From an optimization exercise on the open Yosys and OpenROAD flow, aimed at small area, a short achievable clock period and few clock cycles per item; shortcuts taken in it are not production practice. In this exercise RTL edits were held to simulation tests only and were not proved equivalent to the original.

==> exp/ember: inputs <==
Design seal_tag, start of the top module:
module seal_tag (
    input  wire         clk,
    input  wire         rst,
    input  wire         start,
    input  wire [255:0] key,
    input  wire [95:0]  nonce,
    input  wire [15:0]  aad_len,      
    output wire         ready,
    input  wire         in_valid,
    input  wire [127:0] in_data,
    output wire         in_ready,
    output reg          done,
    output reg  [63:0]  tag
);
export LEC_CHECK = 0
export CAP_MARGIN = 20
export CORE_MARGIN = 2
export CORE_UTILIZATION = 45
export PLACE_DENSITY = 0.55
export SETUP_SLACK_MARGIN = 4
export SLEW_MARGIN = 20
create_clock -name core_clock -period 10.0 [get_ports {clk}]
standard.sh (not shown) runs the stock make flow with config.mk's settings and CLKGATE_MAP_FILE= SYNTH_SCRIPT=/design/flow/synth_recipe.tcl, a recipe that flattens the netlist after the stock synthesis.
==> flow/flow/run.sh <==
#!/bin/bash
# Own flow: the standard layout (standard.sh) with one change to
# synthesis: ABC maps the logic with flow/abc_xor.script, a mapping that
# keeps XOR-rich logic (S-boxes, MixColumns, the GF(2^128) multiplier)
# compact, instead of ORFS's abc_speed.script. Everything else, registers
# included, is the standard synthesis and layout.
set -euo pipefail
W=$(pwd)
cat > "$W/own_synth.tcl" <<EOT
# ORFS passes -script <its abc script>; swap in ours, keep every other option
proc abc {args} {
  set i [lsearch -exact \$args -script]
  if {\$i >= 0} {
    set args [lreplace \$args [expr {\$i + 1}] [expr {\$i + 1}] {$W/flow/abc_xor.script}]
  }
  puts "own flow: abc \$args"
  yosys abc {*}\$args
}
source {$W/synth_recipe.tcl}
EOT
sed "s#SYNTH_SCRIPT=[^ ]*synth_recipe.tcl#SYNTH_SCRIPT=$W/own_synth.tcl#" standard.sh > "$W/own_standard.sh"
grep -q "SYNTH_SCRIPT=$W/own_synth.tcl" "$W/own_standard.sh"
bash "$W/own_standard.sh" > "$W/own_flow_make.log" 2>&1
==> flow/flow/abc_xor.script <==
strash
dc2
&get -n
&dch -f
&nf
&put
==> exp/fjord (differences from exp/ember) <==
--- a/flow/design.v
+++ b/flow/design.v
@@ -153,28 +153,30 @@
     assign h  = sa;
     assign ej = sb;
     function [7:0] xtime(input [7:0] b);
         xtime = {b[6:0], 1'b0} ^ (b[7] ? 8'h1b : 8'h00);
     endfunction
     wire         last_round = (round == 4'd14);
     assign fin = busy && last_round;
-    wire [127:0] rk = win[127:0];
+    wire [127:0] rk = load ? key[255:128] : win[127:0];
     wire [127:0] ra, rb;
-    seal_aes_round u_ra (.s(sa), .last(last_round), .rk(rk), .y(ra));
-    seal_aes_round u_rb (.s(sb), .last(last_round), .rk(rk), .y(rb));
+    seal_aes_round u_ra (.s(sa), .last(last_round), .init(load), .blk(128'h0),
+                         .rk(rk), .y(ra));
+    seal_aes_round u_rb (.s(sb), .last(last_round), .init(load), .blk({nonce, 32'h1}),
+                         .rk(rk), .y(rb));
     wire [31:0] w7 = win[31:0];
-    wire [31:0] sub_in = round[0] ? {w7[23:0], w7[31:24]} : w7;
     wire [31:0] sub_out;
     genvar i;
     generate
         for (i = 0; i < 4; i = i + 1) begin : g_ks
-            seal_sbox u_sbox (.a(sub_in[31-8*i -: 8]), .y(sub_out[31-8*i -: 8]));
+            seal_sbox u_sbox (.a(w7[31-8*i -: 8]), .y(sub_out[31-8*i -: 8]));
         end
     endgenerate
-    wire [31:0] temp = round[0] ? (sub_out ^ {rcon, 24'h0}) : sub_out;
+    wire [31:0] temp = round[0] ? ({sub_out[23:0], sub_out[31:24]} ^ {rcon, 24'h0})
+                                : sub_out;
     wire [31:0] p1 = win[255:224] ^ win[223:192];
     wire [31:0] p2 = p1 ^ win[191:160];
     wire [31:0] p3 = p1 ^ (win[191:160] ^ win[159:128]);
     wire [31:0] n0 = win[255:224] ^ temp;
     wire [31:0] n1 = p1 ^ temp;
     wire [31:0] n2 = p2 ^ temp;
     wire [31:0] n3 = p3 ^ temp;
@@ -184,18 +186,15 @@
         end else if (load && start) begin
             busy  <= 1'b1;
         end else if (busy && last_round) begin
             busy  <= 1'b0;
         end
     end
     always @(posedge clk) begin
-        if (load) begin
-            sa <= key[255:128];
-            sb <= {nonce, 32'h1} ^ key[255:128];
-        end else if (busy) begin
+        if (load || busy) begin
             sa <= ra;
             sb <= rb;
         end
         if (load) begin
             win   <= key;
             rcon  <= 8'h01;
             round <= 4'd1;
@@ -205,14 +204,16 @@
             round <= round + 4'd1;
         end
     end
 endmodule
 module seal_aes_round (
     input  wire [127:0] s,
     input  wire         last,
+    input  wire         init,       
+    input  wire [127:0] blk,
     input  wire [127:0] rk,
     output wire [127:0] y
 );
     function [7:0] xtime(input [7:0] b);
         xtime = {b[6:0], 1'b0} ^ (b[7] ? 8'h1b : 8'h00);
     endfunction
     wire [127:0] sb;
@@ -240,15 +241,15 @@
             wire [7:0] a3 = sr[127-32*c-24   -: 8];
             assign mc[127-32*c    -: 8] = xtime(a0) ^ xtime(a1) ^ a1 ^ a2 ^ a3;
             assign mc[127-32*c-8  -: 8] = a0 ^ xtime(a1) ^ xtime(a2) ^ a2 ^ a3;
             assign mc[127-32*c-16 -: 8] = a0 ^ a1 ^ xtime(a2) ^ xtime(a3) ^ a3;
             assign mc[127-32*c-24 -: 8] = xtime(a0) ^ a0 ^ a1 ^ a2 ^ xtime(a3);
         end
     endgenerate
-    assign y = (last ? sr : mc) ^ rk;
+    assign y = (init ? blk : last ? sr : mc) ^ rk;
 endmodule
 module seal_ghash_mul (
     input  wire [127:0] x,
     input  wire [127:0] h,
     output wire [127:0] z
 );
     wire n1 = x[127] & h[127];
@@ -13594,102 +13595,124 @@
     output reg          done,
     output reg  [63:0]  tag
 );
     wire         aes_busy, aes_fin;
     wire [127:0] aes_h, aes_ej;
     reg          aes_full;    
     reg  [15:0]  n_len;       
+    reg          q_full;
+    reg  [127:0] q_h;
+    reg  [63:0]  q_ej;
+    reg  [15:0]  q_len;
     reg          f_active;    
     reg  [15:0]  f_len;
     reg  [15:0]  f_rem;       
     reg          f_has;       
     reg          f_last;      
     reg  [127:0] h;
     reg  [63:0]  ej0;
     reg  [127:0] y;           
     reg  [127:0] a_q;         
     reg          a_valid;
     reg          a_len;       
-    wire switch_now = aes_full && !f_active;
+    wire switch_now = q_full && !f_active;
+    wire move_now   = aes_full && (!q_full || switch_now);
     wire len_load   = f_active && !f_has;
-    assign ready    = !aes_busy && (!aes_full || !f_active);
-    wire   n_has    = (n_len != 16'd0);
+    assign ready    = !aes_busy && (!aes_full || move_now);
+    wire   n_has    = (q_len != 16'd0);
     assign in_ready = switch_now ? n_has : (f_active && f_has);
     wire take = in_valid && in_ready;
     seal_aes256 u_aes (
         .clk   (clk),
         .rst   (rst),
         .load  (ready),
         .start (start),
         .key   (key),
         .nonce (nonce),
         .busy  (aes_busy),
         .fin   (aes_fin),
         .h     (aes_h),
         .ej    (aes_ej)
     );
-    wire [3:0]   m_oct  = switch_now ? n_len[3:0] : f_rem[3:0];
-    wire         m_last = switch_now ? (n_len[15:4] == 12'd0 || n_len == 16'd16) : f_last;
+    wire [3:0]   m_oct  = switch_now ? q_len[3:0] : f_rem[3:0];
+    wire         m_last = switch_now ? (q_len[15:4] == 12'd0 || q_len == 16'd16) : f_last;
     wire [127:0] keep_mask = (m_last && m_oct != 4'd0) ? ~({128{1'b1}} >> {m_oct, 3'b000})
                                                        : {128{1'b1}};
     wire [127:0] len_block = {45'h0, f_len, 3'b000, 64'h0};
     wire [127:0] prod;
+    wire [127:0] h_op = a_valid ? h : {1'b1, 127'h0};
     seal_ghash_mul u_mul (
         .x (y ^ a_q),
-        .h (h),
+        .h (h_op),
         .z (prod)
     );
     always @(posedge clk) begin
         if (rst) begin
             aes_full <= 1'b0;
         end else if (aes_fin) begin
             aes_full <= 1'b1;
-        end else if (switch_now) begin
+        end else if (move_now) begin
             aes_full <= 1'b0;
         end
         if (ready)
             n_len <= aad_len;
+        if (rst) begin
+            q_full <= 1'b0;
+        end else if (move_now) begin
+            q_full <= 1'b1;
+        end else if (switch_now) begin
+            q_full <= 1'b0;
+        end
+        if (move_now) begin
+            q_h   <= aes_h;
+            q_ej  <= aes_ej[127:64];
+            q_len <= n_len;
+        end
     end
-    wire [15:0] rem_now  = switch_now ? n_len : f_rem;
+    wire [15:0] rem_now  = switch_now ? q_len : f_rem;
     wire [15:0] rem_next = (rem_now[15:4] == 12'd0) ? 16'd0
                                                     : {rem_now[15:4] - 12'd1, rem_now[3:0]};
     wire [15:0] rem_upd  = take ? rem_next : rem_now;
     always @(posedge clk) begin
         if (rst) begin
             f_active <= 1'b0;
         end else if (switch_now) begin
             f_active <= 1'b1;
         end else if (len_load) begin
             f_active <= 1'b0;
         end
         if (switch_now) begin
-            f_len <= n_len;
-            h     <= aes_h;
-            ej0   <= aes_ej[127:64];
+            f_len <= q_len;
+            h     <= q_h;
+            ej0   <= q_ej;
         end
         if (switch_now || take) begin
             f_rem  <= rem_upd;
             f_has  <= (rem_upd != 16'd0);
             f_last <= (rem_upd[15:4] == 12'd0) || (rem_upd == 16'd16);
         end
     end
     always @(posedge clk) begin
         if (rst) begin
             a_valid <= 1'b0;
         end else begin
             a_valid <= take || len_load;
         end
-        a_q   <= in_ready ? (in_data & keep_mask) : len_block;
-        a_len <= !in_ready;
+        if (rst) begin
+            a_q   <= 128'h0;
+            a_len <= 1'b0;
+        end else begin
+            a_q   <= take ? (in_data & keep_mask) : len_load ? len_block : 128'h0;
+            a_len <= len_load;
+        end
     end
     always @(posedge clk) begin
         if (rst) begin
             y    <= 128'h0;
             done <= 1'b0;
         end else begin
-            done <= a_valid && a_len;
-            if (a_valid)
-                y <= a_len ? 128'h0 : prod;
+            done <= a_len;
+            y    <= a_len ? 128'h0 : prod;
         end
         tag <= ej0 ^ prod[127:64];
     end
 endmodule
==> flow/config.mk (replaced) <==
export PLATFORM = sky130hd
export DESIGN_NAME = seal_tag
export DESIGN_NICKNAME = seal_tag
export VERILOG_FILES = /design/flow/design.v
export SDC_FILE = /design/flow/constraint.sdc
export NUM_CORES = 4
export LEC_CHECK = 0
export CAP_MARGIN = 35
export CORE_MARGIN = 2
export CORE_UTILIZATION = 45
export PLACE_DENSITY = 0.55
export SETUP_SLACK_MARGIN = 4
export SLEW_MARGIN = 35
==> exp/indigo (differences from exp/ember) <==
--- a/flow/design.v
+++ b/flow/design.v
@@ -153,28 +153,30 @@
     assign h  = sa;
     assign ej = sb;
     function [7:0] xtime(input [7:0] b);
         xtime = {b[6:0], 1'b0} ^ (b[7] ? 8'h1b : 8'h00);
     endfunction
     wire         last_round = (round == 4'd14);
     assign fin = busy && last_round;
-    wire [127:0] rk = win[127:0];
+    wire [127:0] rk = load ? key[255:128] : win[127:0];
     wire [127:0] ra, rb;
-    seal_aes_round u_ra (.s(sa), .last(last_round), .rk(rk), .y(ra));
-    seal_aes_round u_rb (.s(sb), .last(last_round), .rk(rk), .y(rb));
+    seal_aes_round u_ra (.s(sa), .last(last_round), .init(load), .blk(128'h0),
+                         .rk(rk), .y(ra));
+    seal_aes_round u_rb (.s(sb), .last(last_round), .init(load), .blk({nonce, 32'h1}),
+                         .rk(rk), .y(rb));
     wire [31:0] w7 = win[31:0];
-    wire [31:0] sub_in = round[0] ? {w7[23:0], w7[31:24]} : w7;
     wire [31:0] sub_out;
     genvar i;
     generate
         for (i = 0; i < 4; i = i + 1) begin : g_ks
-            seal_sbox u_sbox (.a(sub_in[31-8*i -: 8]), .y(sub_out[31-8*i -: 8]));
+            seal_sbox u_sbox (.a(w7[31-8*i -: 8]), .y(sub_out[31-8*i -: 8]));
         end
     endgenerate
-    wire [31:0] temp = round[0] ? (sub_out ^ {rcon, 24'h0}) : sub_out;
+    wire [31:0] temp = round[0] ? ({sub_out[23:0], sub_out[31:24]} ^ {rcon, 24'h0})
+                                : sub_out;
     wire [31:0] p1 = win[255:224] ^ win[223:192];
     wire [31:0] p2 = p1 ^ win[191:160];
     wire [31:0] p3 = p1 ^ (win[191:160] ^ win[159:128]);
     wire [31:0] n0 = win[255:224] ^ temp;
     wire [31:0] n1 = p1 ^ temp;
     wire [31:0] n2 = p2 ^ temp;
     wire [31:0] n3 = p3 ^ temp;
@@ -184,18 +186,15 @@
         end else if (load && start) begin
             busy  <= 1'b1;
         end else if (busy && last_round) begin
             busy  <= 1'b0;
         end
     end
     always @(posedge clk) begin
-        if (load) begin
-            sa <= key[255:128];
-            sb <= {nonce, 32'h1} ^ key[255:128];
-        end else if (busy) begin
+        if (load || busy) begin
             sa <= ra;
             sb <= rb;
         end
         if (load) begin
             win   <= key;
             rcon  <= 8'h01;
             round <= 4'd1;
@@ -205,14 +204,16 @@
             round <= round + 4'd1;
         end
     end
 endmodule
 module seal_aes_round (
     input  wire [127:0] s,
     input  wire         last,
+    input  wire         init,       
+    input  wire [127:0] blk,
     input  wire [127:0] rk,
     output wire [127:0] y
 );
     function [7:0] xtime(input [7:0] b);
         xtime = {b[6:0], 1'b0} ^ (b[7] ? 8'h1b : 8'h00);
     endfunction
     wire [127:0] sb;
@@ -240,15 +241,15 @@
             wire [7:0] a3 = sr[127-32*c-24   -: 8];
             assign mc[127-32*c    -: 8] = xtime(a0) ^ xtime(a1) ^ a1 ^ a2 ^ a3;
             assign mc[127-32*c-8  -: 8] = a0 ^ xtime(a1) ^ xtime(a2) ^ a2 ^ a3;
             assign mc[127-32*c-16 -: 8] = a0 ^ a1 ^ xtime(a2) ^ xtime(a3) ^ a3;
             assign mc[127-32*c-24 -: 8] = xtime(a0) ^ a0 ^ a1 ^ a2 ^ xtime(a3);
         end
     endgenerate
-    assign y = (last ? sr : mc) ^ rk;
+    assign y = (init ? blk : last ? sr : mc) ^ rk;
 endmodule
 module seal_ghash_mul (
     input  wire [127:0] x,
     input  wire [127:0] h,
     output wire [127:0] z
 );
     wire n1 = x[127] & h[127];
@@ -13594,102 +13595,124 @@
     output reg          done,
     output reg  [63:0]  tag
 );
     wire         aes_busy, aes_fin;
     wire [127:0] aes_h, aes_ej;
     reg          aes_full;    
     reg  [15:0]  n_len;       
+    reg          q_full;
+    reg  [127:0] q_h;
+    reg  [63:0]  q_ej;
+    reg  [15:0]  q_len;
     reg          f_active;    
     reg  [15:0]  f_len;
     reg  [15:0]  f_rem;       
     reg          f_has;       
     reg          f_last;      
     reg  [127:0] h;
     reg  [63:0]  ej0;
     reg  [127:0] y;           
     reg  [127:0] a_q;         
     reg          a_valid;
     reg          a_len;       
-    wire switch_now = aes_full && !f_active;
+    wire switch_now = q_full && !f_active;
+    wire move_now   = aes_full && (!q_full || switch_now);
     wire len_load   = f_active && !f_has;
-    assign ready    = !aes_busy && (!aes_full || !f_active);
-    wire   n_has    = (n_len != 16'd0);
+    assign ready    = !aes_busy && (!aes_full || move_now);
+    wire   n_has    = (q_len != 16'd0);
     assign in_ready = switch_now ? n_has : (f_active && f_has);
     wire take = in_valid && in_ready;
     seal_aes256 u_aes (
         .clk   (clk),
         .rst   (rst),
         .load  (ready),
         .start (start),
         .key   (key),
         .nonce (nonce),
         .busy  (aes_busy),
         .fin   (aes_fin),
         .h     (aes_h),
         .ej    (aes_ej)
     );
-    wire [3:0]   m_oct  = switch_now ? n_len[3:0] : f_rem[3:0];
-    wire         m_last = switch_now ? (n_len[15:4] == 12'd0 || n_len == 16'd16) : f_last;
+    wire [3:0]   m_oct  = switch_now ? q_len[3:0] : f_rem[3:0];
+    wire         m_last = switch_now ? (q_len[15:4] == 12'd0 || q_len == 16'd16) : f_last;
     wire [127:0] keep_mask = (m_last && m_oct != 4'd0) ? ~({128{1'b1}} >> {m_oct, 3'b000})
                                                        : {128{1'b1}};
     wire [127:0] len_block = {45'h0, f_len, 3'b000, 64'h0};
     wire [127:0] prod;
+    wire [127:0] h_op = a_valid ? h : {1'b1, 127'h0};
     seal_ghash_mul u_mul (
         .x (y ^ a_q),
-        .h (h),
+        .h (h_op),
         .z (prod)
     );
     always @(posedge clk) begin
         if (rst) begin
             aes_full <= 1'b0;
         end else if (aes_fin) begin
             aes_full <= 1'b1;
-        end else if (switch_now) begin
+        end else if (move_now) begin
             aes_full <= 1'b0;
         end
         if (ready)
             n_len <= aad_len;
+        if (rst) begin
+            q_full <= 1'b0;
+        end else if (move_now) begin
+            q_full <= 1'b1;
+        end else if (switch_now) begin
+            q_full <= 1'b0;
+        end
+        if (move_now) begin
+            q_h   <= aes_h;
+            q_ej  <= aes_ej[127:64];
+            q_len <= n_len;
+        end
     end
-    wire [15:0] rem_now  = switch_now ? n_len : f_rem;
+    wire [15:0] rem_now  = switch_now ? q_len : f_rem;
     wire [15:0] rem_next = (rem_now[15:4] == 12'd0) ? 16'd0
                                                     : {rem_now[15:4] - 12'd1, rem_now[3:0]};
     wire [15:0] rem_upd  = take ? rem_next : rem_now;
     always @(posedge clk) begin
         if (rst) begin
             f_active <= 1'b0;
         end else if (switch_now) begin
             f_active <= 1'b1;
         end else if (len_load) begin
             f_active <= 1'b0;
         end
         if (switch_now) begin
-            f_len <= n_len;
-            h     <= aes_h;
-            ej0   <= aes_ej[127:64];
+            f_len <= q_len;
+            h     <= q_h;
+            ej0   <= q_ej;
         end
         if (switch_now || take) begin
             f_rem  <= rem_upd;
             f_has  <= (rem_upd != 16'd0);
             f_last <= (rem_upd[15:4] == 12'd0) || (rem_upd == 16'd16);
         end
     end
     always @(posedge clk) begin
         if (rst) begin
             a_valid <= 1'b0;
         end else begin
             a_valid <= take || len_load;
         end
-        a_q   <= in_ready ? (in_data & keep_mask) : len_block;
-        a_len <= !in_ready;
+        if (rst) begin
+            a_q   <= 128'h0;
+            a_len <= 1'b0;
+        end else begin
+            a_q   <= take ? (in_data & keep_mask) : len_load ? len_block : 128'h0;
+            a_len <= len_load;
+        end
     end
     always @(posedge clk) begin
         if (rst) begin
             y    <= 128'h0;
             done <= 1'b0;
         end else begin
-            done <= a_valid && a_len;
-            if (a_valid)
-                y <= a_len ? 128'h0 : prod;
+            done <= a_len;
+            y    <= a_len ? 128'h0 : prod;
         end
         tag <= ej0 ^ prod[127:64];
     end
 endmodule
==> flow/run.sh (new file) <==
#!/bin/bash
# synth_recipe.tcl (not shown) runs the flow's synth.tcl, then flattens the netlist and writes it again
# the make line also repeats each setting of config.mk as NAME=value (left out here)
make -C /OpenROAD-flow-scripts/flow DESIGN_CONFIG=/design/flow/config.mk WORK_HOME=/design/flow/orfs CLKGATE_MAP_FILE= SYNTH_SCRIPT=/design/flow/synth_recipe.tcl finish
==> flow/config.mk (replaced) <==
export PLATFORM = sky130hd
export DESIGN_NAME = seal_tag
export DESIGN_NICKNAME = seal_tag
export VERILOG_FILES = /design/flow/design.v
export SDC_FILE = /design/flow/constraint.sdc
export NUM_CORES = 4
export LEC_CHECK = 0
export CAP_MARGIN = 35
export CORE_MARGIN = 2
export CORE_UTILIZATION = 40
export PLACE_DENSITY = 0.5
export SETUP_SLACK_MARGIN = 4
export SLEW_MARGIN = 35
removed: flow/flow/run.sh
removed: flow/flow/abc_xor.script
removed: flow/standard.sh
==> impl_metrics.env <==
export IMPL_status="timing/DRC/antenna clean"
export IMPL_synth_cell_types=68
export IMPL_final_cell_area_sq_um=237000
export IMPL_rr_worst_depth=22
export IMPL_cts_buffers=162
export IMPL_final_cells=30700
export IMPL_holdWs_ns=0.337
export IMPL_ys_ff_latch=1301
export IMPL_cp_slowest_stage_delay_ns=0.51
export IMPL_place_congestion=1.16
export IMPL_hold_depth=0
export IMPL_timing_final_crit_share_pct=63.1
[end of results for exp/fjord]
==> impl_metrics.env <==
export IMPL_place_congestion=1.16
export IMPL_ys_ff_latch=1092
export IMPL_drtIter0Drc=27000
export IMPL_timing_final_crit_share_pct=67.6
export IMPL_final_cells=31300
export IMPL_cts_buffers=154
export IMPL_rr_worst_depth=22
export IMPL_status="timing/DRC/antenna clean"
export IMPL_final_cell_area_sq_um=247000
[end of results for exp/ember]
==> impl_metrics.env <==
export IMPL_synth_cell_types=123
export IMPL_place_congestion=1.14
export IMPL_ys_top_cells_by_area="xnor2_1, xor2_1, nor2_1"
export IMPL_final_cells=37100
export IMPL_final_cell_area_sq_um=282000
export IMPL_ys_ff_latch=1301
export IMPL_rr_worst_depth=18
export IMPL_status="timing/DRC/antenna clean"
export IMPL_hold_depth=0
[end of results for exp/indigo]
Testbench counts of exp/ember, summed over its fixed seeds: cycles 4,766, packets 192.
Testbench counts of exp/fjord, summed over its fixed seeds: cycles 4,519, packets 192.
Testbench counts of exp/indigo, summed over its fixed seeds: cycles 4,519, packets 192.

separate check: timing with driven ports:
The results above use ideal ports. As a check the final layouts listed here were re-extracted and re-timed, cells and wires unchanged.
Step 1, drivers: a clkbuf_16 drives clk and a buf_2 each remaining input, both assumed.
Step 2, shift: input delay + t, output delay - t, t = (earliest + latest rising clock arrival at the registers) / 2. This alone moves slack from input paths to output paths.
Slacks: no drivers / after step 1 / after step 2; pairs: no drivers / after step 1.
run | t (ns) | setup slack, ns | clock arrival spread, ns | worst data-port slew with drivers (ns) | pins driven straight from the clock port
exp/ember | 1.088 | 3.236 / 3.236 / 3.236 | 0.082 / 0.082 | 0.20 | 1
exp/fjord | 1.092 | 3.690 / 3.690 / 3.690 | 0.112 / 0.112 | 0.16 | 1
exp/indigo | 1.092 | 3.735 / 3.735 / 3.735 | 0.121 / 0.122 | 0.32 | 1
After both steps every run listed still meets setup and hold.
